This design comes from an exercise in tuning for small area, a short achievable clock period and few clock cycles per item on the open sky130 flow, not from production work. Where RTL was checked, it was by simulation tests only, not by an equivalence proof against the original. Only the layout flow was run in run 5; the RTL was not checked for function there. Power and IR drop assume default switching activity.

[design/flow/design.v]
module exact_sum (
    input  wire        clk,
    input  wire        rst,
    input  wire        in_valid,
    output wire        in_ready,
    input  wire [31:0] in_data,
    input  wire [1:0]  in_dtype,
    input  wire        in_last,
    output wire        out_valid,
    input  wire        out_ready,
    output wire [31:0] out_data
);
    integer i;
    reg        rdy;
    reg        r0_v;
    reg        r0_s;        
    reg [4:0]  r0_q;        
    reg [2:0]  r0_r;        
    reg        r0_h;        
    reg [22:0] r0_f;        
    reg        r0_em;       
    reg        r0_fz;       
    reg [1:0]  r0_t;
    reg        r0_l;
    assign in_ready = rdy_o;
    wire take = in_valid & rdy;
    wire        i16  = (in_dtype == 2'd2);
    wire        ib16 = (in_dtype == 2'd1);
    wire [7:0]  ie32 = in_data[30:23];
    wire [7:0]  ie16b = in_data[14:7];
    wire [4:0]  ie16 = in_data[14:10];
    wire        iz32 = (ie32 == 8'd0), iz16b = (ie16b == 8'd0), iz16 = (ie16 == 5'd0);
    wire [7:0]  is32 = iz32 ? 8'd0 : ie32 - 8'd1;
    wire [7:0]  is16b = iz16b ? 8'd0 : ie16b - 8'd1;
    wire [4:0]  is16 = iz16 ? 5'd0 : ie16 - 5'd1;
    wire [22:0] i_f  = i16 ? {in_data[9:0], 13'd0} : ib16 ? {in_data[6:0], 16'd0} : in_data[22:0];
    wire        fz32 = (in_data[22:0] == 23'd0), fz16b = (in_data[6:0] == 7'd0), fz16 = (in_data[9:0] == 10'd0);
    wire        em32 = (ie32 == 8'hff), em16b = (ie16b == 8'hff), em16 = (ie16 == 5'h1f);
    wire        i_ez = i16 ? iz16 : ib16 ? iz16b : iz32;
    always @(posedge clk) begin
        if (rdy || !r0_v) begin
            r0_s    <= (i16 || ib16) ? in_data[15] : in_data[31];
            r0_q    <= i16 ? 5'd14 + {3'd0, is16[4:3]} : ib16 ? is16b[7:3] : is32[7:3];
            r0_r    <= i16 ? is16[2:0] : ib16 ? is16b[2:0] : is32[2:0];
            r0_h    <= !i_ez;
            r0_f    <= i_f;
            r0_em   <= i16 ? em16 : ib16 ? em16b : em32;
            r0_fz   <= i16 ? fz16 : ib16 ? fz16b : fz32;
            r0_t    <= in_dtype;
            r0_l    <= in_last;
        end
    end
    wire        c_sgn  = r0_s;
    wire        c_nan  = r0_em & !r0_fz;
    wire        c_inf  = r0_em & r0_fz;
    wire        c_skip = r0_em | (!r0_h & r0_fz);
    wire [23:0] c_m    = {r0_h, r0_f};
    wire [4:0]  c_q    = r0_q;
    wire [2:0]  c_r    = r0_r;
    wire        c_neg  = c_sgn & !c_skip;
    reg  [23:0] c_lo;
    always @(*) begin
        c_lo[0] = 1'b0;
        for (i = 1; i < 24; i = i + 1)
            c_lo[i] = c_lo[i-1] | c_m[i-1];
    end
    wire [24:0] c_v   = {c_neg, c_m ^ ({24{c_neg}} & c_lo)};
    wire [31:0] c_E   = {{7{c_v[24]}}, c_v} << c_r;
    reg        f_open;       
    reg        f_wempty;     
    reg        f_slow;       
    reg [4:0]  f_base;       
    reg [5:0]  f_cnt;        
    wire [5:0] c_df     = {1'b0, c_q} - {1'b0, f_base};
    wire       c_first  = !f_open;
    wire       c_wempty = c_first | f_wempty;
    wire       c_inrng  = !c_df[5] && (c_df[4:0] <= 5'd2) && (f_cnt != 6'd63);
    wire       c_spill  = !c_skip && !c_wempty && !c_inrng;
    wire       c_rebase = !c_skip && (c_wempty || !c_inrng);
    wire       c_q0     = (c_q == 5'd0);
    wire [4:0] c_qm1    = c_q0 ? 5'd0 : c_q - 5'd1;
    wire [4:0] c_base   = c_rebase ? c_qm1 : f_base;
    wire [1:0] c_o      = c_rebase ? {1'b0, !c_q0} : c_df[1:0];
    wire [5:0] c_cnt    = c_rebase ? 6'd1 : c_first ? 6'd0 : (f_cnt + {5'd0, !c_skip});
    wire       c_slow   = (!c_first & f_slow) | c_spill;
    reg        a_v;
    reg [31:0] a_e;
    reg        a_skip;
    reg [1:0]  a_o;
    reg        a_clr, a_first, a_spill, a_last, a_slowlast;
    reg [4:0]  a_base;
    reg [1:0]  a_dt;
    reg        a_nan, a_pinf, a_ninf;
    localparam [2:0] RS_IDLE = 3'd0, RS_GCLR = 3'd1, RS_SPILL = 3'd2,
                     RS_FSPILL = 3'd3, RS_SCAN = 3'd4, RS_CAP = 3'd5;
    reg [2:0]   rs;
    reg         rs_act;
    reg [5:0]   pos;
    reg [303:0] ring;
    reg         rc;
    reg         sfin_req;       
    wire pos0  = (pos == 6'd0);
    wire pos37 = (pos == 6'd37);
    wire act   = (rs != RS_IDLE) && (rs_act || pos0);
    wire rdone = act && pos37;
    reg [53:0] Wr;
    wire [55:0] W = {Wr[53], Wr[53], Wr};
    reg [4:0]  W_base;
    reg [1:0]  set_dt;
    reg        s_nan, s_pinf, s_ninf;
    reg        cap_fast;
    reg        acons;           
    wire [55:0] a_es = {{24{a_e[31]}}, a_e};
    reg  [2:0]  wsel;           
    reg         wclr;           
    wire [55:0] addend = ({56{wsel[0]}} & a_es) | ({56{wsel[1]}} & {a_es[47:0], 8'd0}) |
                         ({56{wsel[2]}} & {a_es[39:0], 16'd0});
    wire        cap_slow;
    wire [55:0] rwin;
    wire [55:0] wsum;
    sk_add #(.N(56)) u_wadd (.a(wclr ? 56'd0 : W), .b(addend), .s(wsum));
    wire [55:0] W_nx   = cap_slow ? rwin : wsum;
    reg  [1:0] pcnt;                  
    reg  o_v;
    reg  rdy_o, o_vo;                 
    wire out_take = o_v & out_ready;
    wire adv0       = r0_v && (!a_v || acons);
    wire spill_done = (rs == RS_SPILL) && rdone;
    wire fin_start  = acons && a_last && a_slowlast;
    reg [2:0] rs_nx;
    always @(*) begin
        rs_nx = rs;
        case (rs)
            RS_GCLR:   if (rdone) rs_nx = RS_IDLE;
            RS_IDLE:   if (sfin_req) rs_nx = RS_FSPILL;
                       else if (a_v && a_spill) rs_nx = RS_SPILL;
            RS_SPILL:  if (rdone) rs_nx = RS_IDLE;
            RS_FSPILL: if (rdone) rs_nx = RS_SCAN;
            RS_SCAN:   if (rdone) rs_nx = RS_CAP;
            RS_CAP:    if (rdone) rs_nx = RS_IDLE;
            default:   rs_nx = RS_IDLE;
        endcase
    end
    wire r0v_nx     = take || (r0_v && !adv0);
    wire av_nx      = adv0 || (a_v && !acons);
    wire aspill_nx  = adv0 ? c_spill : (a_spill && !spill_done);
    wire aslowl_nx  = adv0 ? (r0_l && c_slow) : a_slowlast;
    wire alast_nx   = adv0 ? r0_l : a_last;
    wire [1:0] pcnt_nx = pcnt + {1'b0, acons && a_last} - {1'b0, out_take};
    wire pinc       = acons && a_last;
    wire full_nt    = pcnt[1] || (pcnt[0] && pinc);           
    wire full_t     = pcnt[1] && pinc;                        
    wire acons_b    = av_nx && !aspill_nx &&
                      (((rs_nx == RS_IDLE) && !fin_start) ||
                       ((rs_nx == RS_GCLR) && !aslowl_nx));
    wire acons_0    = acons_b && !(alast_nx && full_nt);
    wire acons_1    = acons_b && !(alast_nx && full_t);
    wire acons_nx   = out_take ? acons_1 : acons_0;
    wire r0_hold    = r0_v && !adv0;
    wire rdy_t0     = !av_nx || acons_0;                       
    wire rdy_t1     = !av_nx || acons_1;
    wire rdy_n0     = !r0_hold || rdy_t0;                      
    wire rdy_n1     = !r0_hold || rdy_t1;
    wire rdy_nx     = take ? (out_take ? rdy_t1 : rdy_t0) : (out_take ? rdy_n1 : rdy_n0);
    wire [1:0] ao_nx    = adv0 ? c_o : a_o;
    wire       askip_nx = adv0 ? c_skip : a_skip;
    wire       aclr_nx  = adv0 ? c_first : (spill_done || a_clr);
    always @(posedge clk) begin
        if (rst) begin
            rdy      <= 1'b1;
            r0_v     <= 1'b0;
            pcnt     <= 2'd0;
            rdy_o    <= 1'b1;
            acons    <= 1'b0;
            sfin_req <= 1'b0;
        end else begin
            rdy      <= rdy_nx;
            r0_v     <= r0v_nx;
            pcnt     <= pcnt_nx;
            rdy_o    <= in_valid && rdy ? (out_take ? rdy_t1 : rdy_t0) : (out_take ? rdy_n1 : rdy_n0);
            acons    <= acons_nx;
            sfin_req <= fin_start;
        end
        wsel[0] <= !rst && acons_nx && !askip_nx && (ao_nx == 2'd0);
        wsel[1] <= !rst && acons_nx && !askip_nx && (ao_nx == 2'd1);
        wsel[2] <= !rst && acons_nx && !askip_nx && (ao_nx == 2'd2);
        wclr    <= !rst && acons_nx && aclr_nx;
    end
    always @(posedge clk) begin
        if (rst) begin
            f_open   <= 1'b0;
            f_wempty <= 1'b1;
            f_slow   <= 1'b0;
            f_cnt    <= 6'd0;
            a_v      <= 1'b0;
        end else begin
            if (adv0) begin
                f_open   <= !r0_l;
                f_wempty <= c_wempty & c_skip;
                f_slow   <= c_slow;
                f_base   <= c_base;
                f_cnt    <= c_cnt;
            end
            a_v <= av_nx;
        end
        if (adv0) begin
            a_e        <= c_E;
            a_skip     <= c_skip;
            a_o        <= c_o;
            a_clr      <= c_first;
            a_first    <= c_first;
            a_spill    <= c_spill;
            a_last     <= r0_l;
            a_slowlast <= r0_l && c_slow;
            a_base     <= c_base;
            a_dt       <= r0_t;
            a_nan      <= c_nan;
            a_pinf     <= c_inf & !c_sgn;
            a_ninf     <= c_inf & c_sgn;
        end else if (spill_done) begin
            a_spill <= 1'b0;
            a_clr   <= 1'b1;
        end
    end
    reg        w_ovr;       
    reg        w_bz;
    reg [5:0]  bwin;
    reg        ssign, bzacc;
    always @(posedge clk) begin
        Wr <= W_nx[53:0];
        if (cap_slow) begin
            W_base <= bwin[4:0];
            w_bz   <= !pos0 && bzacc;
        end
        if (rst)           w_ovr <= 1'b0;
        else if (cap_slow) w_ovr <= 1'b1;
        else if (acons)    w_ovr <= 1'b0;
        if (acons) begin
            W_base <= a_base;
            set_dt <= a_dt;
            s_nan  <= (!a_first & s_nan)  | a_nan;
            s_pinf <= (!a_first & s_pinf) | a_pinf;
            s_ninf <= (!a_first & s_ninf) | a_ninf;
        end
        if (rst) cap_fast <= 1'b0;
        else     cap_fast <= (acons && a_last && !a_slowlast) || cap_slow;
    end
    wire [5:0] pos_nx    = pos37 ? 6'd0 : pos + 6'd1;
    wire       rs_act_nx = act && !pos37;
    wire       act_nx    = (rs_nx != RS_IDLE) && (rs_act_nx || (pos_nx == 6'd0));
    reg  [6:0] rel;           
    wire       spilling = act && ((rs == RS_SPILL) || (rs == RS_FSPILL));
    reg  [7:0] nwdig;
    always @(*) begin
        case (rel[2:0])
            3'd0:    nwdig = W[7:0];
            3'd1:    nwdig = W[15:8];
            3'd2:    nwdig = W[23:16];
            3'd3:    nwdig = W[31:24];
            3'd4:    nwdig = W[39:32];
            3'd5:    nwdig = W[47:40];
            3'd6:    nwdig = W[55:48];
            default: nwdig = {8{W[55]}};
        endcase
    end
    wire [7:0] addd = (!spilling || rel[6]) ? 8'd0 : (rel <= 7'd6) ? nwdig : {8{W[55]}};
    wire [7:0] din      = ring[303:296];
    wire [8:0] sum9     = {1'b0, din} + {1'b0, addd} + {8'd0, spilling && !pos0 && rc};
    wire       zero_wr  = act && ((rs == RS_GCLR) || (rs == RS_CAP));
    wire [7:0] rg0      = zero_wr ? 8'd0 : sum9[7:0];
    reg  [5:0] hz, ho;
    wire       scanning = act && (rs == RS_SCAN);
    wire       capping  = act && (rs == RS_CAP);
    wire       dnz = (din != 8'd0);
    wire       dno = (din != 8'hff);
    wire [5:0] hz_f = dnz ? pos : (pos0 ? 6'd0 : hz);
    wire [5:0] ho_f = dno ? pos : (pos0 ? 6'd0 : ho);
    wire [5:0] kk   = din[7] ? ho_f : hz_f;
    assign     cap_slow = capping && (pos == bwin);
    always @(posedge clk) begin
        ring     <= {ring[295:0], rg0};
        rc       <= sum9[8];
        rel      <= {1'b0, pos_nx} - {2'b0, W_base};
        if (scanning) begin
            hz <= hz_f;
            ho <= ho_f;
            if (pos37) begin
                ssign <= din[7];
                bwin  <= (kk < 6'd5) ? 6'd0 : kk - 6'd5;
            end
        end
        if (capping)
            bzacc <= (pos0 ? 1'b0 : bzacc) | (dnz && (pos < bwin));
        if (rst) begin
            rs     <= RS_GCLR;
            rs_act <= 1'b0;
            pos    <= 6'd0;
        end else begin
            rs     <= rs_nx;
            rs_act <= rs_act_nx;
            pos    <= pos_nx;
        end
    end
    assign rwin = {{8{ssign}}, ring[263:256], ring[271:264], ring[279:272],
                   ring[287:280], ring[295:288], ring[303:296]};
    wire        sg  = W[55];
    wire        bz  = w_ovr & w_bz;
    wire [55:0] U   = W ^ {{24{W[55]}}, {16{W[54]}}, {16{W[53]}}};
    reg [4:0] pm;     
    reg [6:0] k0;     
    reg [7:0] kp;     
    reg [4:0] toff;   
    always @(*) begin
        case (set_dt)
            2'd1:    begin pm = 5'd7;  k0 = 7'd16;  kp = 8'd23;  toff = 5'd17; end
            2'd2:    begin pm = 5'd10; k0 = 7'd125; kp = 8'd135; toff = 5'd14; end
            default: begin pm = 5'd23; k0 = 7'd0;   kp = 8'd23;  toff = 5'd1;  end
        endcase
    end
    wire signed [9:0] base8 = {2'd0, W_base, 3'd0};
    wire signed [9:0] dlim  = {2'd0, kp} - base8;             
    reg  [6:0] dnzv;
    reg  [2:0] dpos [0:6];
    reg  [6:0] dsub;
    reg  [6:0] dt_n [0:6];
    reg  signed [9:0] dval;
    always @(*) begin
        for (i = 0; i < 7; i = i + 1) begin
            dnzv[i] = (U[8*i +: 8] != 8'd0);
            dpos[i] = U[8*i+7] ? 3'd7 : U[8*i+6] ? 3'd6 : U[8*i+5] ? 3'd5 :
                      U[8*i+4] ? 3'd4 : U[8*i+3] ? 3'd3 : U[8*i+2] ? 3'd2 :
                      U[8*i+1] ? 3'd1 : 3'd0;
            dval    = {4'd0, i[2:0], dpos[i]};
            dsub[i] = (dval < dlim);
            dt_n[i] = {1'b0, i[2:0], dpos[i]} + {2'd0, toff};
        end
    end
    reg [2:0] ld;
    always @(*) begin
        ld = dnzv[6] ? 3'd6 : dnzv[5] ? 3'd5 : dnzv[4] ? 3'd4 : dnzv[3] ? 3'd3 :
             dnzv[2] ? 3'd2 : dnzv[1] ? 3'd1 : 3'd0;
    end
    wire              uz    = (dnzv == 7'd0);
    wire [5:0]        lw    = {ld, dpos[ld]};
    wire              sub   = uz ? !dlim[9] : dsub[ld];
    wire signed [9:0] tsub  = {3'd0, k0} + 10'sd24 - base8;
    wire [6:0]        tnorm = uz ? 7'd23 - {2'd0, pm} : dt_n[ld];
    wire [6:0]        tt    = !sub ? tnorm : (tsub > 10'sd81) ? 7'd81 : tsub[6:0];
    reg         p1_v;
    reg [53:0]  p1_wr;
    wire [55:0] p1_w = {p1_wr[53], p1_wr[53], p1_wr};
    wire        p1_sg = p1_w[55];
    reg         p1_bz, p1_rz, p1_sub;
    reg [6:0]   p1_t;
    reg [6:0]   p1_lx;
    reg [4:0]   p1_b;
    reg [1:0]   p1_dt;
    reg         p1_nan, p1_pinf, p1_ninf;
    always @(posedge clk) begin
        if (rst) p1_v <= 1'b0;
        else     p1_v <= cap_fast;
        p1_wr   <= W[53:0];
        p1_bz   <= bz;
        p1_rz   <= !sg && uz && !bz;
        p1_sub  <= sub;
        p1_t    <= tt;
        p1_lx   <= uz ? 7'h7f : {1'b0, lw};
        p1_b    <= W_base;
        p1_dt   <= set_dt;
        p1_nan  <= s_nan;
        p1_pinf <= s_pinf;
        p1_ninf <= s_ninf;
    end
    wire [80:0] x0  = {p1_w, 25'd0};
    wire [80:0] x1  = p1_t[6] ? {{64{p1_sg}}, x0[80:64]} : x0;
    wire        s1  = p1_t[6] & (x0[63:0] != 64'd0);
    wire [80:0] x2  = p1_t[5] ? {{32{p1_sg}}, x1[80:32]} : x1;
    wire        s2  = p1_t[5] & (x1[31:0] != 32'd0);
    wire [80:0] x3  = p1_t[4] ? {{16{p1_sg}}, x2[80:16]} : x2;
    wire        s3  = p1_t[4] & (x2[15:0] != 16'd0);
    wire [80:0] x4  = p1_t[3] ? {{8{p1_sg}}, x3[80:8]} : x3;
    wire        s4  = p1_t[3] & (x3[7:0] != 8'd0);
    wire [80:0] x5  = p1_t[2] ? {{4{p1_sg}}, x4[80:4]} : x4;
    wire        s5  = p1_t[2] & (x4[3:0] != 4'd0);
    wire [80:0] x6  = p1_t[1] ? {{2{p1_sg}}, x5[80:2]} : x5;
    wire        s6  = p1_t[1] & (x5[1:0] != 2'd0);
    wire [80:0] x7f = p1_t[0] ? {p1_sg, x6[80:1]} : x6;
    wire        s7  = p1_t[0] & x6[0];
    wire [24:0] x7  = x7f[24:0];
    wire [24:0] fu   = x7 ^ {25{p1_sg}};
    wire        g0   = fu[0];
    wire [23:0] kept = fu[24:1];
    wire        ls   = !p1_bz && !(s1 | s2 | s3 | s4 | s5 | s6 | s7);
    wire        lg   = ls && !x7[0];
    wire        rinc = p1_sg ? (lg || ((g0 ^ ls) && (!ls || kept[0])))
                             : (g0 && (!ls || kept[0]));
    reg [7:0] q_kp;
    reg [7:0] q_emax;
    always @(*) begin
        case (p1_dt)
            2'd2:    begin q_kp = 8'd135; q_emax = 8'd31;  end
            default: begin q_kp = 8'd23;  q_emax = 8'd255; end
        endcase
    end
    wire signed [10:0] rexp = p1_sub ? 11'sd0 :
                              {3'd0, p1_b, 3'd0} + {{4{p1_lx[6]}}, p1_lx} - {3'd0, q_kp};
    wire signed [10:0] emx = {3'd0, q_emax};
    reg         p2_v;
    reg [23:0]  p2_k;
    reg         p2_inc, p2_sg, p2_rz;
    reg [7:0]   p2_e;
    reg         p2_ge0, p2_ge1, p2_ge2;
    reg [1:0]   p2_dt;
    reg         p2_nan, p2_pinf, p2_ninf;
    wire p2_blk = p2_v && o_v && !out_ready;
    always @(posedge clk) begin
        if (rst)          p2_v <= 1'b0;
        else if (!p2_blk) p2_v <= p1_v;
    end
    always @(posedge clk) if (!p2_blk) begin
        p2_k    <= kept;
        p2_inc  <= rinc;
        p2_sg   <= p1_sg;
        p2_rz   <= p1_rz;
        p2_e    <= rexp[7:0];
        p2_ge0  <= (rexp >= emx);
        p2_ge1  <= (rexp >= emx - 11'sd1);
        p2_ge2  <= (rexp >= emx - 11'sd2);
        p2_dt   <= p1_dt;
        p2_nan  <= p1_nan;
        p2_pinf <= p1_pinf;
        p2_ninf <= p1_ninf;
    end
    wire [24:0] m1 = {1'b0, p2_k} + {24'd0, p2_inc};
    reg  [1:0]  mhi;     
    always @(*) begin
        case (p2_dt)
            2'd1:    mhi = m1[8:7];
            2'd2:    mhi = m1[11:10];
            default: mhi = m1[24:23];
        endcase
    end
    wire [7:0] ef  = (mhi == 2'd0) ? p2_e : (mhi == 2'd1) ? p2_e + 8'd1 : p2_e + 8'd2;
    wire       ovf = (mhi == 2'd0) ? p2_ge0 : (mhi == 2'd1) ? p2_ge1 : p2_ge2;
    reg [31:0] result;
    always @(*) begin
        case (p2_dt)
            2'd1: begin
                if (p2_nan || (p2_pinf && p2_ninf)) result = 32'h0000_7FC0;
                else if (p2_pinf)                  result = 32'h0000_7F80;
                else if (p2_ninf)                  result = 32'h0000_FF80;
                else if (p2_rz)                    result = 32'h0000_0000;
                else if (ovf)                      result = {16'd0, p2_sg, 15'h7F80};
                else                               result = {16'd0, p2_sg, ef[7:0], m1[6:0]};
            end
            2'd2: begin
                if (p2_nan || (p2_pinf && p2_ninf)) result = 32'h0000_7E00;
                else if (p2_pinf)                  result = 32'h0000_7C00;
                else if (p2_ninf)                  result = 32'h0000_FC00;
                else if (p2_rz)                    result = 32'h0000_0000;
                else if (ovf)                      result = {16'd0, p2_sg, 15'h7C00};
                else                               result = {16'd0, p2_sg, ef[4:0], m1[9:0]};
            end
            default: begin
                if (p2_nan || (p2_pinf && p2_ninf)) result = 32'h7FC0_0000;
                else if (p2_pinf)                  result = 32'h7F80_0000;
                else if (p2_ninf)                  result = 32'hFF80_0000;
                else if (p2_rz)                    result = 32'h0000_0000;
                else if (ovf)                      result = {p2_sg, 31'h7F80_0000};
                else                               result = {p2_sg, ef[7:0], m1[22:0]};
            end
        endcase
    end
    reg [31:0] o_d;
    always @(posedge clk) begin
        if (rst) begin
            o_v  <= 1'b0;
            o_vo <= 1'b0;
        end else begin
            o_v  <= p2_v || (o_v && !out_ready);
            o_vo <= !(!p2_v && !(o_vo && !out_ready));
        end
        if (p2_v && (!o_v || out_ready)) o_d <= result;
    end
    assign out_valid = o_vo;
    assign out_data  = o_d;
endmodule
module sk_add #(parameter N = 56) (
    input  wire [N-1:0] a,
    input  wire [N-1:0] b,
    output wire [N-1:0] s
);
    localparam L = 6;    
    reg [N-1:0] g [0:L];
    reg [N-1:0] p [0:L];
    integer l, i, j;
    always @(*) begin
        g[0] = a & b;
        p[0] = a ^ b;
        for (l = 0; l < L; l = l + 1) begin
            for (i = 0; i < N; i = i + 1) begin
                if ((i >> l) & 1) begin
                    j = ((i >> l) << l) - 1;
                    g[l+1][i] = g[l][i] | (p[l][i] & g[l][j]);
                    p[l+1][i] = p[l][i] & p[l][j];
                end else begin
                    g[l+1][i] = g[l][i];
                    p[l+1][i] = p[l][i];
                end
            end
        end
    end
    assign s = p[0] ^ {g[L][N-2:0], 1'b0};
endmodule
[design/flow/config.mk]
export PLATFORM = sky130hd
export DESIGN_NAME = exact_sum
export DESIGN_NICKNAME = exact_sum
export VERILOG_FILES = /design/flow/design.v
export SDC_FILE = /design/flow/constraint.sdc
export NUM_CORES = 8
export LEC_CHECK = 0
export CAP_MARGIN = 20
export CORE_MARGIN = 2
export CORE_UTILIZATION = 40
export SLEW_MARGIN = 20
[design/flow/standard.sh]
#!/bin/bash
# synth_recipe.tcl (not shown) runs the flow's synth.tcl, then flattens the netlist and writes it again
# the make line also repeats each setting of config.mk as NAME=value (left out here)
make -C /OpenROAD-flow-scripts/flow DESIGN_CONFIG=/design/flow/config.mk WORK_HOME=/design/flow/orfs CLKGATE_MAP_FILE= SYNTH_SCRIPT=/design/flow/synth_recipe.tcl "${@:-finish}"
[design/flow/constraint.sdc]
create_clock -name core_clock -period 15.0 [get_ports {clk}]
set_input_delay 3.0000 -clock core_clock [delete_from_list [all_inputs] [get_ports {clk}]]
set_output_delay 3.0000 -clock core_clock [all_outputs]
set_load 0.01 [all_outputs]
[design/flow/flow/run.sh]
#!/bin/bash
# Standard synthesis, then the standard layout steps with repair_timing asked
# for a larger setup margin (the SDC, period and IO constraints are unchanged),
# larger clock sink clusters and no dummy clock loads.
set -e
bash standard.sh synth > synth.log 2>&1
bash standard.sh SETUP_SLACK_MARGIN=11 "CTS_ARGS=-sink_clustering_enable -repair_clock_nets -dont_use_dummy_load -sink_clustering_size 30 -sink_clustering_max_diameter 80 -clustering_exponent 2" finish > layout.log 2>&1
==> results.yml, run 1 <==
status:
  status: "no timing/DRC/antenna violations"
floorplan:
  fp.dieW_um: 288
  initial_core_util_pct: 40.2
  core_area_um2: 80200
  ioPinCount: 73
  die_area_um2: 82900
  die-height_um: 288
  std_cell_rows: 104
timing:
  rsz0062_at_grt: "true"
  slew_headroom_pct: 33.7
  fin_ws_ns: 10.91
  clock_skew_ns: 0.0864
  tightest_slew_ns: 0.995
  post-route-period-util_pct: 27.3
  finalHoldViolations: 0
  finalCriticalPeriod_ns: 4.09
  finalSetupViolations: 0
  fmax_ghz: 0.244
  fin_tns_setup_ns: 0
  hold_ws_ns: 0.288
  final_max_slew_viol_count: 0
worst_setup_path:
  cpMaxStageDelayCell: "edfxtp_1"
  path_buf_inv: 1
  cp_top_family: "flip-flops"
  cp_cell_sequence: "buf_2"
  start_kind: "flop"
  cpPeakStageDelay_ns: 0.38
  crit_type: "flop to output pin"
  crit_path_max_fanout: 1
  arrival_ns: 1.09
  required_ns: 12.00
  worstSetupEndpointType: "output pin"
drt:
  drt_iter0_markers: 1784
  drt_wl_total_um: 76200
  post_drt_wl_per_cell_um: 17.7
  drc: 0
  drt_pass1_iterations: 8
  viasPerCell: 5.42
  ant_nets: 0
  vias: 23300
cts:
  cts_root_buf: "clkbuf_16"
  clock_path_buffers: 3
  cts_made_buffers: 39
  hold_buffers: 0
  h-tree-depth: 2
  clk_pin_slew_ns: 0.11
  cts_num_sinks: 682
  cts_tree: "yes"
  clk_latency_ns: 0.62
synth:
  syn_inst: 3235
  syn_nets: 3427
  ys_seq_area_share_pct: 48.4
  synth_edf_count: 194
  ys.flop_type: "dfxtp_1"
  syn_area_per_cell_um2: 9.96
  synth_async_sr_flop_share_pct: 0
  synth_seq_cells: 682
  yosys.area.top_type: "dfxtp_1"
  yosysWarnings: 6
  synth_area_leaders: "dfxtp_1, edfxtp_1, ha_1"
  netlist.area_leader.share_pct: 30.3
  synth_cell_types: 101
  synth_area_um2: 32200
cells_and_area:
  diodes: 0
  layout_common_cells: "dfxtp_1, nand2_1, nor2_1"
  layout_commonest_cell: "dfxtp_1"
  area_growth_pct: 9.40
  fillers: 7727
  layout-drive-gt1-share_pct: 9.89
  fin_nets: 3439
placed_design:
  place.gp.congestion: 0.893
  portBuffers: 72
  pre_cts_ws_ns: 9.92
  dp_hpwl_um: 56600
power_and_ir_drop:
  p_seq_share_pct: 45.2
  power.leakage_nw: 14.2
  power_density_nw_per_um2: 157
  p_int_mw: 3.53
  power_frac_comb_pct: 36.4
  p_sw_share_pct: 36.3
  p_sw_mw: 2.01
  ir_drop_mv: 0.0849
  clock_power_share_pct: 18.4
global_route:
  gr-total-overflow: 0
  grt_start_max_net_pins: 71
  grt_pass1_wl_um: 121000
  grt_antenna_before_repair: 0
  grt_pass1_vias: 22100
  grt.total_usage_pct: 18.2
job:
  drv_cap: 0
hold_path:
  holdCritPathClass: "flop to flop"
==> flip-flops by register name, summed over array words and instances (netlist names), 8 cells and up <==
name and count:
Wr 54, a_e 32, o_d 32, p1_wr 54
p2_e 8, p2_k 24, r0_f 23, ring 304
==> cells in the mapped netlist, types with 12 or more instances <==
master      n
a211oi_1   18
a21o_1     59
a21oi_1   164
a221oi_1   12
a222oi_1   16
a22o_1     24
a22oi_1    22
a31oi_1    30
and2_1     33
and3_1     19
buf_1      15
buf_2      16
clkbuf_1  118
dfxtp_1   488
edfxtp_1  194
fa_1       15
ha_1      138
inv_1     150
mux2_2     57
mux2i_1   152
nand2_1   280
nand2b_1   40
nand3_1    87
nand4_1    22
nor2_1    223
nor2b_1    82
nor3_1     64
nor4_1     36
o211ai_1   35
o21a_1     22
o21ai_0   193
o21ai_1    14
o22ai_1    18
o31ai_1    20
or2_2      16
xnor2_1    90
xor2_1     47
==> power by group through the flow <==
stage / combinational [mW] / sequential (mW) / clock (mW)
after global routing: 2.24 / 2.53 / 1.12
after CTS: 2.00 / 2.49 / 1.06
after global placement: 1.98 / 2.53 / 0
after floorplan: 1.61 / 2.36 / 0
final: 2.02 / 2.50 / 1.02
after detailed placement: 1.98 / 2.53 / 0
==> layer usage <==
metal | vias up | track usage, % | routed length, um
met5 | - | 0 | 0
met4 | 0 | 6.74 | 2490
met3 | 137 | 1.88 | 3200
met2 | 573 | 30.2 | 35400
met1 | 11000 | 24.6 | 35200
li1 | 11600 | - | -
==> logic make-up (layout without fill, tap and decap cells) <==
| logic type | count (synthesis) | count (layout) | share of synthesized area [%] |
|---|---|---|---|
| buffers and inverters | 308 | 318 | 3.68 |
| multiplexers | 221 | 221 | 7.47 |
| XOR/XNOR | 137 | 137 | 3.72 |
| AO/OA/AOI/OAI | 774 | 774 | 15.9 |
| adder cells (fa/ha/maj) | 153 | 153 | 6.29 |
| flip-flops | 682 | 682 | 48.4 |
| AND/OR/NAND/NOR | 960 | 960 | 14.5 |
==> cell type report <==
class	count	area (um2)	area share, %
repair buffers	123	916	2.60
well taps	1060	1330	3.76
multi-input cells	2245	15800	44.9
flip-flops and latches	682	15600	44.3
inverters	156	593	1.68
clock buffers	39	976	2.77
==> final timing paths <==
kind                            startpoint      endpoint  slack [ns]  cells past startpoint
worst max-delay path               o_d[13]  out_data[13]       10.91                      1
worst min-delay path             ring[264]     ring[272]        0.29                      0
worst max register to register      Wr[53]       p1_t[4]       11.07                     19
worst min register to register   ring[264]     ring[272]        0.29                      0
==> metrics by stage <==
stage / cell area (um2) / power (mW) / std cells / utilization [%]
3_5_place_dp: 34000 / 4.51 / 4241 / 42.4
5_1_grt: 35300 / 5.89 / 4305 / 44.0
4_1_cts: 35100 / 5.55 / 4293 / 43.7
2_1_floorplan: 32400 / 3.96 / 3235 / -
3_3_place_gp: 34000 / 4.51 / 4241 / 42.4
6_report: 35300 / 5.53 / 4305 / 44.0
==> what timing repair did <==
action / 4_1_cts / 5_1_grt
endpoints found under the setup margin: 120 / 87
buffers inserted: 13 / 12
resized for setup: 204 / 56
pin swaps: 10 / 17
cloned: 0 / 0
Testbench counts, summed over its fixed seeds: cycles 32,739, items 32,678.
==> run 2, diff against run 1 <==
==> design/flow/flow/run.sh (replaced) <==
#!/bin/bash
# Standard synthesis, then the standard layout steps with repair_timing asked
# for a larger setup margin (the SDC, period and IO constraints are unchanged),
# larger clock sink clusters and no dummy clock loads.
set -e
bash standard.sh synth > synth.log 2>&1
bash standard.sh SETUP_SLACK_MARGIN=10.9 "CTS_ARGS=-sink_clustering_enable -repair_clock_nets -dont_use_dummy_load -sink_clustering_size 30 -sink_clustering_max_diameter 80" finish > layout.log 2>&1
==> results.yml, run 2 <==
power_and_ir_drop:
  power.leakage_nw: 14.1
  ir_drop_mv: 0.110
  power_density_nw_per_um2: 157
  fin_total_pwr_mw: 5.51
cells_and_area:
  layout_common_cells: "dfxtp_1, nand2_1, nor2_1"
  fillers: 7758
  max_flop_register: "ring"
  layout-drive-gt1-share_pct: 9.15
  multiInputGateArea_um2: 15700
  largest_reg_flops: 304
  reg_top3: "ring x304, Wr x54, p1_wr x54"
  seqCellArea_um2: 15600
  stdcell_count: 4296
  area_growth_pct: 8.76
  layout_commonest_cell: "dfxtp_1"
  finalInstanceArea_um2: 35000
  fin_nets: 3429
synth:
  synth_area_um2: 32200
  netlist.area_leader.share_pct: 30.3
  ys.flop_type: "dfxtp_1"
  synth_async_sr_flop_share_pct: 0
  ys_seq_area_share_pct: 48.4
  yosys.area.top_type: "dfxtp_1"
  yosys-top-cells-count: "dfxtp_1, nand2_1, nor2_1, edfxtp_1, o21ai_0"
  synthMuxAreaShare_pct: 7.47
  synth_compound_area_share_pct: 15.9
  synthSimpleGateAreaFrac_pct: 14.5
  synth_area_leaders: "dfxtp_1, edfxtp_1, ha_1"
  synth_adder_area_share_pct: 6.29
  yosysWarnings: 6
  synth.most_common_cell: "dfxtp_1"
  synth_seq_cells: 682
  syn_area_per_cell_um2: 9.96
  syn_nets: 3427
  synth_edf_count: 194
  synth_top_family_by_area: "compound AO/OA/AOI/OAI gates"
  syn_inst: 3235
  synth_xor_area_share_pct: 3.72
  synth_cell_types: 101
drt:
  drt_iter0_markers: 1673
  drt_pass1_iterations: 6
  drc: 0
  viasPerCell: 5.39
  drt_wl_total_um: 76800
  vias: 23200
  ant_nets: 0
  post_drt_wl_per_cell_um: 17.9
cts:
  cts_tree: "yes"
  clock_path_buffers: 3
  cts_num_sinks: 682
  clk_pin_slew_ns: 0.10
  cts_made_buffers: 38
  h-tree-depth: 2
  clk_latency_ns: 0.61
  cts_root_buf: "clkbuf_16"
timing:
  tightest_slew_ns: 0.988
  post-route-period-util_pct: 27.4
  fmax_ghz: 0.243
  slew_headroom_pct: 33.7
  rsz0062_at_grt: "true"
  finalCriticalPeriod_ns: 4.11
  clock_skew_ns: 0.0969
  fin_ws_ns: 10.89
  finalHoldViolations: 0
  finalSetupViolations: 0
  fin_tns_setup_ns: 0
  final_max_slew_viol_count: 0
worst_setup_path:
  worstSetupEndpointType: "output pin"
  crit_type: "flop to output pin"
  worstReg2RegEnd: "p1_t[4]"
  start_kind: "flop"
  path_buf_inv: 1
  crit_path_max_fanout: 1
  cpMaxStageDelayCell: "edfxtp_1"
  cp_cell_sequence: "buf_2"
  cp_top_family: "flip-flops"
  regToRegSetupSlack_ns: 10.93
  required_ns: 12.00
  arrival_ns: 1.11
  worst-r2r-cell-count: 19
  cpPeakStageDelay_ns: 0.38
  rr_startpoint: "Wr[53]"
placed_design:
  pre_cts_ws_ns: 9.92
  portBuffers: 72
  dp.cells: 4241
  place.gp.congestion: 0.905
  post_dp_cell_area_um2: 34000
  dp_hpwl_um: 57200
global_route:
  grt_pass1_wl_um: 121000
  grt.total_usage_pct: 18.3
  gr-total-overflow: 0
  grt_antenna_before_repair: 1
  grt_start_max_net_pins: 71
  grt_pass1_vias: 22000
hold_path:
  min-delay-start: "ring[51]"
  hold_path_depth: 0
  min_delay_worst_endpoint: "ring[59]"
  holdCritPathClass: "flop to flop"
floorplan:
  std_cell_rows: 104
  initial_core_util_pct: 40.2
  die_area_um2: 82900
  ioPinCount: 73
  core_area_um2: 80200
  fp.dieW_um: 288
  die-height_um: 288
job:
  drv_cap: 0
status:
  status: "no timing/DRC/antenna violations"
[run 2: cell counts after synthesis]
Identical to the previous run, type by type.
[run 2: cell families (layout without fill, tap and decap cells)]
family	after synthesis	in the layout
flops	682	682
xor+xnor	137	137
simple gates	960	960
buf+inv	308	308
other cells	0	1
compound gates	774	774
mux	221	221
fa+ha+maj	153	153
[run 2: per-stage QoR]
step / hold WS (ns) / util [%]
CTS: 0.261 / 43.5
global route: 0.265 / 43.7
floorplan: 0.310 / -
global placement: 0.310 / 42.4
detailed placement: 0.312 / 42.4
finish: 0.271 / 43.7
[run 2: worst max-delay path by stage]
| stage | from | to | slack [ns] | cells past startpoint |
|---|---|---|---|---|
| 4_1_cts | Wr[53] | p1_t[4] | 10.62 | 19 |
| 6_report | o_d[13] | out_data[13] | 10.89 | 1 |
| 3_5_place_dp | in_dtype[0] | r0_q[1] | 9.92 | 5 |
| 2_1_floorplan | in_data[10] | r0_q[1] | 10.76 | 5 |
| 3_3_place_gp | in_data[7] | r0_q[2] | 9.94 | 6 |
| 5_1_grt | Wr[53] | p1_t[4] | 10.75 | 19 |
[run 2: per-layer routing]
metal	track usage, %	part of all wire (%)
met5	0	0
met4	5.22	2.7
met3	1.81	4.1
met2	30.9	47
met1	24.7	46
[run 2: power breakdown]
group / switching, mW / total, mW / internal, mW / leakage, nW
combinational: 1.13 / 2.01 / 0.888 / 7.78
clock: 0.557 / 1.01 / 0.452 / 0.468
sequential: 0.321 / 2.49 / 2.17 / 5.90
[run 2: final cells by class]
type                            count  area share, %
Multi-Input combinational cell   2245           44.9
Timing Repair Buffer              114           2.40
Antenna cell                        1        0.00714
Sequential cell                   682           44.5
Tap cell                         1060           3.78
Inverter                          156           1.69
Clock buffer                       38           2.71
[run 2: what timing repair did]
item                                    CTS  global route
pin swaps                                 8            17
setup buffers                             4            12
endpoints found under the setup margin  153            94
hold buffers                              0             0
resized for setup                       178            58
==> run 3, diff against run 2 <==
==> design/flow/flow/run.sh (replaced) <==
#!/bin/bash
# Standard synthesis, then the standard layout steps with repair_timing asked
# for a larger setup margin (the SDC, period and IO constraints are unchanged),
# larger clock sink clusters and no dummy clock loads.
set -e
bash standard.sh synth > synth.log 2>&1
bash standard.sh SETUP_SLACK_MARGIN=11.3 "CTS_ARGS=-sink_clustering_enable -repair_clock_nets -dont_use_dummy_load -sink_clustering_size 30 -sink_clustering_max_diameter 80" finish > layout.log 2>&1
==> results.yml, run 3 <==
status:
  status: "no timing/DRC/antenna violations"
drt:
  ant_nets: 0
  vias: 23400
  viasPerCell: 5.42
  drt_wl_total_um: 77700
  drt_iter0_markers: 1634
  drc: 0
  drt_pass1_iterations: 10
  post_drt_wl_per_cell_um: 18.0
cells_and_area:
  max_flop_register: "ring"
  reg_top3: "ring x304, Wr x54, p1_wr x54"
  diodes: 0
  area_growth_pct: 11.1
  layout_commonest_cell: "dfxtp_1"
  layout_common_cells: "dfxtp_1, nand2_1, nor2_1"
  largest_reg_flops: 304
  layout-drive-gt1-share_pct: 12.0
  fin_nets: 3453
cts:
  clk_latency_ns: 0.62
  cts_root_buf: "clkbuf_16"
  cts_num_sinks: 682
  h-tree-depth: 2
  cts_tree: "yes"
  clock_path_buffers: 3
  clk_pin_slew_ns: 0.10
  cts_made_buffers: 37
  hold_buffers: 0
job:
  drv_cap: 0
synth:
  synth_seq_cells: 682
  ys_seq_area_share_pct: 48.4
  syn_nets: 3427
  synth_cell_types: 101
  synth_edf_count: 194
  synth_area_um2: 32200
  yosysWarnings: 6
  syn_area_per_cell_um2: 9.96
  synth_async_sr_flop_share_pct: 0
  synth.most_common_cell: "dfxtp_1"
  yosys.area.top_type: "dfxtp_1"
  ys.flop_type: "dfxtp_1"
  synth_area_leaders: "dfxtp_1, edfxtp_1, ha_1"
  syn_inst: 3235
  netlist.area_leader.share_pct: 30.3
  yosys-top-cells-count: "dfxtp_1, nand2_1, nor2_1, edfxtp_1, o21ai_0"
floorplan:
  std_cell_rows: 104
  die-height_um: 288
  fp.dieW_um: 288
  ioPinCount: 73
  initial_core_util_pct: 40.2
  core_area_um2: 80200
  die_area_um2: 82900
timing:
  post-route-period-util_pct: 27.3
  final_max_slew_viol_count: 0
  slew_headroom_pct: 32.8
  rsz0062_at_grt: "true"
  fin_tns_setup_ns: 0
  clock_skew_ns: 0.112
  fmax_ghz: 0.244
  finalCriticalPeriod_ns: 4.10
  tightest_slew_ns: 1.01
  finalSetupViolations: 0
  finalHoldViolations: 0
worst_setup_path:
  worstSetupEndpointType: "output pin"
  start_kind: "flop"
  required_ns: 12.00
  cpMaxStageDelayCell: "edfxtp_1"
  arrival_ns: 1.10
  worst-r2r-cell-count: 19
  cpPeakStageDelay_ns: 0.38
  crit_type: "flop to output pin"
  regToRegSetupSlack_ns: 11.09
  crit_path_max_fanout: 1
  path_buf_inv: 1
  cp_top_family: "flip-flops"
  worstReg2RegEnd: "p1_t[4]"
  cp_cell_sequence: "buf_2"
  rr_startpoint: "Wr[53]"
hold_path:
  hold_path_depth: 0
  min_delay_worst_endpoint: "ring[131]"
  holdCritPathClass: "flop to flop"
  min-delay-start: "ring[123]"
power_and_ir_drop:
  power.leakage_nw: 14.4
  ir_drop_mv: 0.0979
  p_sw_share_pct: 36.4
  power_density_nw_per_um2: 155
  p_int_mw: 3.53
  p_seq_share_pct: 44.9
  clock_power_share_pct: 17.8
  power_frac_comb_pct: 37.2
  fin_total_pwr_mw: 5.56
  p_sw_mw: 2.02
placed_design:
  place.gp.congestion: 0.884
  portBuffers: 72
  dp_hpwl_um: 56800
global_route:
  grt_antenna_before_repair: 1
  grt_pass1_vias: 22200
  gr-total-overflow: 0
  grt.total_usage_pct: 18.4
  grt_start_max_net_pins: 71
  grt_pass1_wl_um: 122000
[run 3: cell count changes in the layout (fill, tap and decap cells not counted), moves of 6 or more]
| cell | previous run | this run |
|---|---|---|
| a21oi_1 | 164 | 158 |
| a21oi_2 | 0 | 6 |
| buf_4 | 38 | 59 |
| clkbuf_2 | 8 | 0 |
| clkdlybuf4s50_1 | 22 | 8 |
| inv_1 | 145 | 136 |
| nor4_1 | 34 | 27 |
| o21ai_0 | 188 | 176 |
| o21ai_1 | 16 | 26 |
[run 3: cell type report]
class | count | area (um2)
fillers | 7695 | 44400
clock buffers | 37 | 926
multi-input cells | 2246 | 16100
inverters | 156 | 628
well taps | 1060 | 1330
repair buffers | 138 | 1150
flip-flops and latches | 682 | 15600
[run 3: how the worst max path moves through the flow]
| stage | slack, ns | cells past startpoint | start | end |
|---|---|---|---|---|
| 2_1_floorplan | 10.78 | 5 | in_data[10] | r0_q[2] |
| 3_3_place_gp | 9.94 | 6 | in_data[7] | r0_q[2] |
| 3_5_place_dp | 9.94 | 6 | in_data[12] | r0_q[3] |
| 4_1_cts | 10.86 | 1 | o_d[13] | out_data[13] |
| 5_1_grt | 10.84 | 1 | o_d[14] | out_data[14] |
| 6_report | 10.90 | 1 | o_d[14] | out_data[14] |
[run 3: timing repair]
item / in CTS / in global routing
endpoints found under the setup margin: 197 / 92
pin swaps: 37 / 39
setup buffers: 22 / 14
cloned: 2 / 1
resized for setup: 299 / 82
[run 3: layer usage]
metal / wire length [um] / global-route usage [%] / vias to the layer above / share of wire (%)
li1: - / - / 11700 / -
met1: 35600 / 24.7 / 11100 / 46
met2: 36400 / 31.2 / 523 / 47
met3: 3290 / 1.94 / 134 / 4.2
met4: 2380 / 5.69 / 0 / 3.1
met5: 0 / 0 / - / 0
[run 3: logic make-up after synthesis]
group                    count (synthesis)  synth area share, %
multiplexers                           221                 7.47
AND/OR/NAND/NOR                        960                 14.5
buffers and inverters                  308                 3.68
flip-flops                             682                 48.4
adder cells (fa/ha/maj)                153                 6.29
XOR/XNOR                               137                 3.72
AO/OA/AOI/OAI                          774                 15.9
[run 3: metrics by stage]
step / utilization (%) / cells / worst slack (ns) / hold WS, ns / area (um2)
floorplan: - / 3235 / 10.78 / 0.310 / 32500
CTS: 44.1 / 4304 / 10.86 / 0.274 / 35400
finish: 44.7 / 4319 / 10.90 / 0.277 / 35800
detailed placement: 42.6 / 4243 / 9.94 / 0.312 / 34100
global route: 44.7 / 4319 / 10.84 / 0.269 / 35800
global placement: 42.6 / 4243 / 9.94 / 0.310 / 34100
[run 3: power by group through the flow]
stage / clock, mW / combinational (mW) / sequential (mW)
after global placement: 0 / 1.99 / 2.52
after CTS: 1.03 / 2.03 / 2.48
after floorplan: 0 / 1.61 / 2.36
after detailed placement: 0 / 1.99 / 2.53
after global routing: 1.08 / 2.29 / 2.52
final: 0.990 / 2.07 / 2.50
==> run 4, diff against run 3 <==
==> design/flow/flow/run.sh (replaced) <==
#!/bin/bash
# Standard synthesis, then the standard layout steps with repair_timing asked
# for a larger setup margin (the SDC, period and IO constraints are unchanged),
# larger clock sink clusters and no dummy clock loads.
set -e
bash standard.sh synth > synth.log 2>&1
bash standard.sh SETUP_SLACK_MARGIN=11 "CTS_ARGS=-sink_clustering_enable -repair_clock_nets -dont_use_dummy_load -sink_clustering_size 30 -sink_clustering_max_diameter 80" finish > layout.log 2>&1
==> results.yml, run 4 <==
worst_setup_path:
  rr_startpoint: "Wr[53]"
  worstSetupEndpointType: "output pin"
  start_kind: "flop"
  cp_top_family: "flip-flops"
  cpMaxStageDelayCell: "edfxtp_1"
  arrival_ns: 1.09
  regToRegSetupSlack_ns: 11.07
  cp_cell_sequence: "buf_2"
  cpPeakStageDelay_ns: 0.38
  worstReg2RegEnd: "p1_t[4]"
  required_ns: 12.00
  path_buf_inv: 1
  crit_path_max_fanout: 1
  crit_type: "flop to output pin"
  worst-r2r-cell-count: 19
power_and_ir_drop:
  power.leakage_nw: 14.2
  power_density_nw_per_um2: 157
  ir_drop_mv: 0.0849
synth:
  synth_top_family_by_area: "compound AO/OA/AOI/OAI gates"
  synth.most_common_cell: "dfxtp_1"
  yosysWarnings: 6
  netlist.area_leader.share_pct: 30.3
  synth_async_sr_flop_share_pct: 0
  synthSimpleGateAreaFrac_pct: 14.5
  ys_seq_area_share_pct: 48.4
  synth_area_um2: 32200
  synth_compound_area_share_pct: 15.9
  synth_adder_area_share_pct: 6.29
  synth_edf_count: 194
  syn_nets: 3427
  synth_area_leaders: "dfxtp_1, edfxtp_1, ha_1"
  synthMuxAreaShare_pct: 7.47
  synth_seq_cells: 682
  synth_xor_area_share_pct: 3.72
  ys.flop_type: "dfxtp_1"
  synth_cell_types: 101
  syn_area_per_cell_um2: 9.96
  syn_inst: 3235
  yosys.area.top_type: "dfxtp_1"
  yosys-top-cells-count: "dfxtp_1, nand2_1, nor2_1, edfxtp_1, o21ai_0"
global_route:
  grt_pass1_wl_um: 121000
  gr-total-overflow: 0
  global_route.peak_usage_layer: "met2"
  use_met2_pct: 30.2
  use_met3_pct: 1.88
  grt_pass1_vias: 22100
  grt.total_usage_pct: 18.2
  grt_use_met1_pct: 24.6
  grt_antenna_before_repair: 0
  grt_start_max_net_pins: 71
hold_path:
  hold_path_depth: 0
  holdCritPathClass: "flop to flop"
  min-delay-start: "ring[264]"
  min_delay_worst_endpoint: "ring[272]"
drt:
  viasPerCell: 5.42
  drc: 0
  post_drt_wl_per_cell_um: 17.7
  ant_nets: 0
  vias: 23300
  drt_pass1_iterations: 8
  drt_wl_total_um: 76200
  drt_iter0_markers: 1784
cts:
  cts_tree: "yes"
  cts_num_sinks: 682
  clk_pin_slew_ns: 0.11
  clk_latency_ns: 0.62
  cts_root_buf: "clkbuf_16"
  clock_path_buffers: 3
  h-tree-depth: 2
  hold_buffers: 0
  cts_made_buffers: 39
floorplan:
  die-height_um: 288
  ioPinCount: 73
  std_cell_rows: 104
  die_area_um2: 82900
  core_area_um2: 80200
  fp.dieW_um: 288
  initial_core_util_pct: 40.2
timing:
  final_max_slew_viol_count: 0
  rsz0062_at_grt: "true"
  finalHoldViolations: 0
  finalSetupViolations: 0
  fin_tns_setup_ns: 0
  fmax_ghz: 0.244
  post-route-period-util_pct: 27.3
  tightest_slew_ns: 0.995
  slew_headroom_pct: 33.7
  clock_skew_ns: 0.0864
  finalCriticalPeriod_ns: 4.09
cells_and_area:
  area_growth_pct: 9.40
  fin_nets: 3439
  layout_common_cells: "dfxtp_1, nand2_1, nor2_1"
  fin_util_pct: 44.0
  fillers: 7727
  layout-drive-gt1-share_pct: 9.89
  layout_commonest_cell: "dfxtp_1"
  largest_reg_flops: 304
  max_flop_register: "ring"
  reg_top3: "ring x304, Wr x54, p1_wr x54"
  diodes: 0
status:
  status: "no timing/DRC/antenna violations"
placed_design:
  dp_hpwl_um: 56600
  portBuffers: 72
  place.gp.congestion: 0.893
job:
  drv_cap: 0
[run 4: per-layer routing]
metal  routed length, um  part of all wire [%]
met3                3200                   4.2
met1               35200                    46
met5                   0                     0
met2               35400                    46
met4                2490                   3.3
[run 4: cell families after synthesis]
group	after synthesis
and+or+nand+nor	960
AOI/OAI and AO/OA	774
DFF	682
buffers and inverters	308
muxes	221
adders and majority gates	153
xor gates and xnor gates	137
[run 4: how the worst max path moves through the flow]
stage	startpoint	end	slack, ns	depth (start not counted)
floorplan	in_data[10]	r0_q[1]	10.76	5
global placement	in_dtype[0]	r0_q[4]	9.94	5
detailed placement	in_dtype[1]	r0_q[4]	9.92	6
CTS	o_d[14]	out_data[14]	10.86	1
global route	o_d[29]	out_data[29]	10.85	1
finish	o_d[13]	out_data[13]	10.91	1
[run 4: where the power goes]
part           leakage (nW)  internal, mW  switching, mW
Combinational          7.84         0.892           1.12
Clock                 0.481         0.463          0.554
Sequential             5.90          2.17          0.329
[run 4: worst register-to-register path, delay by kind of cell (launching register included)]
| kind | cells | cell delay (ns) |
|---|---|---|
| buf+inv | 3 | 0.30 |
| xor+xnor | 1 | 0.13 |
| mux | 2 | 0.43 |
| flops | 1 | 0.33 |
| simple gates | 4 | 1.13 |
| compound gates | 7 | 0.94 |
| fa+ha+maj | 2 | 0.57 |
[run 4: final cells by class]
type,count,area (um2),share of cell area [%]
Multi-Input combinational cell,2245,15800,44.9
Inverter,156,593,1.68
Sequential cell,682,15600,44.3
Timing Repair Buffer,123,916,2.60
Clock buffer,39,976,2.77
Tap cell,1060,1330,3.76
[run 4: through the flow]
| stage | cells | power, mW | cell area (um2) | setup WS, ns | hold slack, ns |
|---|---|---|---|---|---|
| 2_1_floorplan | 3235 | 3.96 | 32400 | 10.76 | 0.310 |
| 3_3_place_gp | 4241 | 4.51 | 34000 | 9.94 | 0.310 |
| 3_5_place_dp | 4241 | 4.51 | 34000 | 9.92 | 0.312 |
| 4_1_cts | 4293 | 5.55 | 35100 | 10.86 | 0.292 |
| 5_1_grt | 4305 | 5.89 | 35300 | 10.85 | 0.294 |
| 6_report | 4305 | 5.53 | 35300 | 10.91 | 0.288 |
[run 4: timing repair]
action,in CTS,in global routing
gates cloned,0,0
gates resized for setup,204,56
pin swaps,10,17
buffers inserted,13,12
endpoints found under the setup margin,120,87
==> run 5, diff against run 4 <==
--- a/design/flow/design.v
+++ b/design/flow/design.v
@@ -122,7 +122,7 @@
     wire [55:0] W_nx   = cap_slow ? rwin : wsum;
     reg  [1:0] pcnt;                  
     reg  o_v;
-    reg  rdy_o, o_vo;                 
+    reg  rdy_o;                       
     wire out_take = o_v & out_ready;
     wire adv0       = r0_v && (!a_v || acons);
     wire spill_done = (rs == RS_SPILL) && rdone;
@@ -148,8 +148,8 @@
     wire alast_nx   = adv0 ? r0_l : a_last;
     wire [1:0] pcnt_nx = pcnt + {1'b0, acons && a_last} - {1'b0, out_take};
     wire pinc       = acons && a_last;
-    wire full_nt    = pcnt[1] || (pcnt[0] && pinc);           
-    wire full_t     = pcnt[1] && pinc;                        
+    wire full_nt    = pcnt[1] || pcnt[0] || pinc;              
+    wire full_t     = pcnt[1] || (pcnt[0] && pinc);           
     wire acons_b    = av_nx && !aspill_nx &&
                       (((rs_nx == RS_IDLE) && !fin_start) ||
                        ((rs_nx == RS_GCLR) && !aslowl_nx));
@@ -412,7 +412,7 @@
     reg         p2_ge0, p2_ge1, p2_ge2;
     reg [1:0]   p2_dt;
     reg         p2_nan, p2_pinf, p2_ninf;
-    wire p2_blk = p2_v && o_v && !out_ready;
+    wire p2_blk = p2_v && !(o_v && out_ready);
     always @(posedge clk) begin
         if (rst)          p2_v <= 1'b0;
         else if (!p2_blk) p2_v <= p1_v;
@@ -475,14 +475,12 @@
     always @(posedge clk) begin
         if (rst) begin
             o_v  <= 1'b0;
-            o_vo <= 1'b0;
         end else begin
-            o_v  <= p2_v || (o_v && !out_ready);
-            o_vo <= !(!p2_v && !(o_vo && !out_ready));
+            o_v  <= p2_blk;
         end
-        if (p2_v && (!o_v || out_ready)) o_d <= result;
+        o_d <= result;
     end
-    assign out_valid = o_vo;
+    assign out_valid = o_v;
     assign out_data  = o_d;
 endmodule
 module sk_add #(parameter N = 56) (
==> results.yml, run 5 <==
timing:
  finalSetupViolations: 0
  finalHoldViolations: 0
  fin_tns_setup_ns: 0
  finalCriticalPeriod_ns: 4.05
  fmax_ghz: 0.247
  post-route-period-util_pct: 27.0
  slew_headroom_pct: 30.5
  clock_skew_ns: 0.0764
  rsz0062_at_grt: "true"
  final_max_slew_viol_count: 0
  tightest_slew_ns: 1.04
cells_and_area:
  reg_top3: "ring x304, Wr x54, p1_wr x54"
  largest_reg_flops: 304
  layout-drive-gt1-share_pct: 9.88
  fin_nets: 3404
  max_flop_register: "ring"
  stdcell_count: 4250
  layout_commonest_cell: "dfxtp_1"
  diodes: 0
  finalInstanceArea_um2: 34500
  area_growth_pct: 9.43
  fin_util_pct: 44.4
  layout_common_cells: "dfxtp_1, nand2_1, nor2_1"
global_route:
  grt_start_max_net_pins: 72
  grt_pass1_wl_um: 117000
  grt.total_usage_pct: 18.0
  grt_antenna_before_repair: 0
  gr-total-overflow: 0
  grt_pass1_vias: 21200
synth:
  synth_edf_count: 162
  syn_nets: 3415
  yosysWarnings: 6
  yosys-top-cells-count: "dfxtp_1, nand2_1, nor2_1, a21oi_1, o21ai_0"
  synth_area_leaders: "dfxtp_1, edfxtp_1, ha_1"
  ys.flop_type: "dfxtp_1"
  netlist.area_leader.share_pct: 33.0
  yosys.area.top_type: "dfxtp_1"
  syn_inst: 3223
  synth_seq_cells: 681
  synth_area_um2: 31500
  syn_area_per_cell_um2: 9.78
  ys_seq_area_share_pct: 48.4
  synth_async_sr_flop_share_pct: 0
  synth_cell_types: 96
  synth.most_common_cell: "dfxtp_1"
floorplan:
  initial_core_util_pct: 40.5
  core_area_um2: 77700
  die_area_um2: 81000
  die-height_um: 285
  std_cell_rows: 102
  fp.dieW_um: 285
  ioPinCount: 73
worst_setup_path:
  worst-r2r-cell-count: 20
  required_ns: 12.00
  start_kind: "flop"
  path_buf_inv: 1
  crit_path_max_fanout: 2
  arrival_ns: 1.05
  crit_type: "flop to output pin"
  cp_top_family: "flip-flops"
  worstSetupEndpointType: "output pin"
  cp_cell_sequence: "buf_6"
  cpMaxStageDelayCell: "dfxtp_4"
  cp_num_cells: 1
  cpPeakStageDelay_ns: 0.35
drt:
  wl_met2_um: 35400
  drt_iter0_markers: 1741
  drt_wl_total_um: 75400
  wl_met1_um: 34500
  highest_layer: "met4"
  post_drt_wl_per_cell_um: 17.8
  drc: 0
  vias: 23000
  ant_nets: 0
  wl_met3_um: 3580
  viasPerCell: 5.41
  drt_pass1_iterations: 6
cts:
  h-tree-depth: 2
  clk_pin_slew_ns: 0.10
  cts_tree: "yes"
  cts_made_buffers: 36
  clk_latency_ns: 0.60
  hold_buffers: 0
  cts_root_buf: "clkbuf_16"
  clock_path_buffers: 3
  cts_num_sinks: 681
power_and_ir_drop:
  p_seq_share_pct: 44.5
  p_int_mw: 3.58
  power_density_nw_per_um2: 167
  p_sw_share_pct: 37.7
  power.leakage_nw: 14.1
  p_sw_mw: 2.17
  power_frac_comb_pct: 38.5
  ir_drop_mv: 0.0890
  fin_total_pwr_mw: 5.75
  clock_power_share_pct: 17.0
placed_design:
  post_dp_cell_area_um2: 33100
  dp_hpwl_um: 55600
  portBuffers: 72
  dp.cells: 4194
  place.gp.congestion: 0.890
hold_path:
  holdCritPathClass: "flop to flop"
  hold_path_depth: 0
job:
  drv_cap: 0
status:
  status: "no timing/DRC/antenna violations"
[run 5: power groups by stage]
stage,logic (mW),clock network (mW),registers (mW)
after global routing,2.47,1.07,2.59
after detailed placement,2.17,0,2.59
final,2.22,0.975,2.56
after CTS,2.18,1.01,2.55
after floorplan,1.75,0,2.39
after global placement,2.15,0,2.59
[run 5: worst paths after layout]
path / to / start / slack [ns]
worst min-delay path: ring[226] / ring[218] / 0.29
worst min register to register: ring[226] / ring[218] / 0.29
worst max-delay path: out_valid / o_v / 10.95
worst max register to register: p1_t[4] / Wr[53] / 10.97
[run 5: per-layer routing]
| layer | global-route usage [%] | vias up |
|---|---|---|
| li1 | - | 11500 |
| met1 | 24.5 | 10800 |
| met2 | 30.0 | 593 |
| met3 | 2.22 | 109 |
| met4 | 4.99 | 0 |
| met5 | 0 | - |
[run 5: through the flow]
step	hold slack (ns)	setup slack, ns
after detailed placement	0.312	9.84
after global routing	0.299	10.80
after global placement	0.310	9.86
after floorplan	0.310	10.63
final	0.292	10.95
after CTS	0.289	10.87
[run 5: final cells by class]
type / count / area [um2]
multi-input cells: 2234 / 15500
flip-flops and latches: 681 / 15300
fillers: 7435 / 43200
well taps: 1040 / 1300
repair buffers: 110 / 933
clock buffers: 36 / 901
inverters: 149 / 569
[run 5: cell families after synthesis]
logic type / after synthesis / synth area share, %
xor gates and xnor gates: 134 / 3.72
adders and majority gates: 153 / 6.43
muxes: 179 / 6.34
buffers and inverters: 308 / 3.76
and+or+nand+nor: 990 / 15.2
AOI/OAI and AO/OA: 778 / 16.1
DFF: 681 / 48.4
[run 5: repair_timing]
item                       in CTS  in global routing
pin swaps                      11                 14
gates resized for setup       227                 79
setup endpoints to repair     143                 95
setup buffers                  10                  9

[what the ideal ports hide]
How much do the figures lean on ideal ports? The routed layouts below were timed once more, with nothing changed but the port constraints.
Step 1, drivers: a clkbuf_16 drives clk and a buf_2 each remaining input, both assumed.
Step 2, shift: input delay + t, output delay - t, t = (earliest + latest rising clock arrival at the registers) / 2. This alone moves slack from input paths to output paths.
Three values: no drivers, after step 1, after step 2; two values: the first two.
| run | t, ns | slack for setup (ns) | worst setup path at the end | worst register clock-pin slew, ns | worst slew at a driven data input, ns |
|---|---|---|---|---|---|
| run 1 | 0.639 | 10.908 / 10.842 / 10.461 | input to register | 0.11 / 0.11 | 0.04 |
| run 2 | 0.627 | 10.890 / 10.826 / 10.347 | input to register | 0.11 / 0.11 | 0.04 |
| run 3 | 0.631 | 10.901 / 10.836 / 10.475 | input to register | 0.11 / 0.11 | 0.06 |
| run 4 | 0.639 | 10.908 / 10.842 / 10.461 | input to register | 0.11 / 0.11 | 0.04 |
| run 5 | 0.629 | 10.946 / 10.880 / 10.479 | input to register | 0.11 / 0.11 | 0.05 |
After both steps setup and hold are still met in every run listed. The setup slack of run 2, which loses most, moves by -0.064 ns with the drivers and by -0.543 ns with both steps.
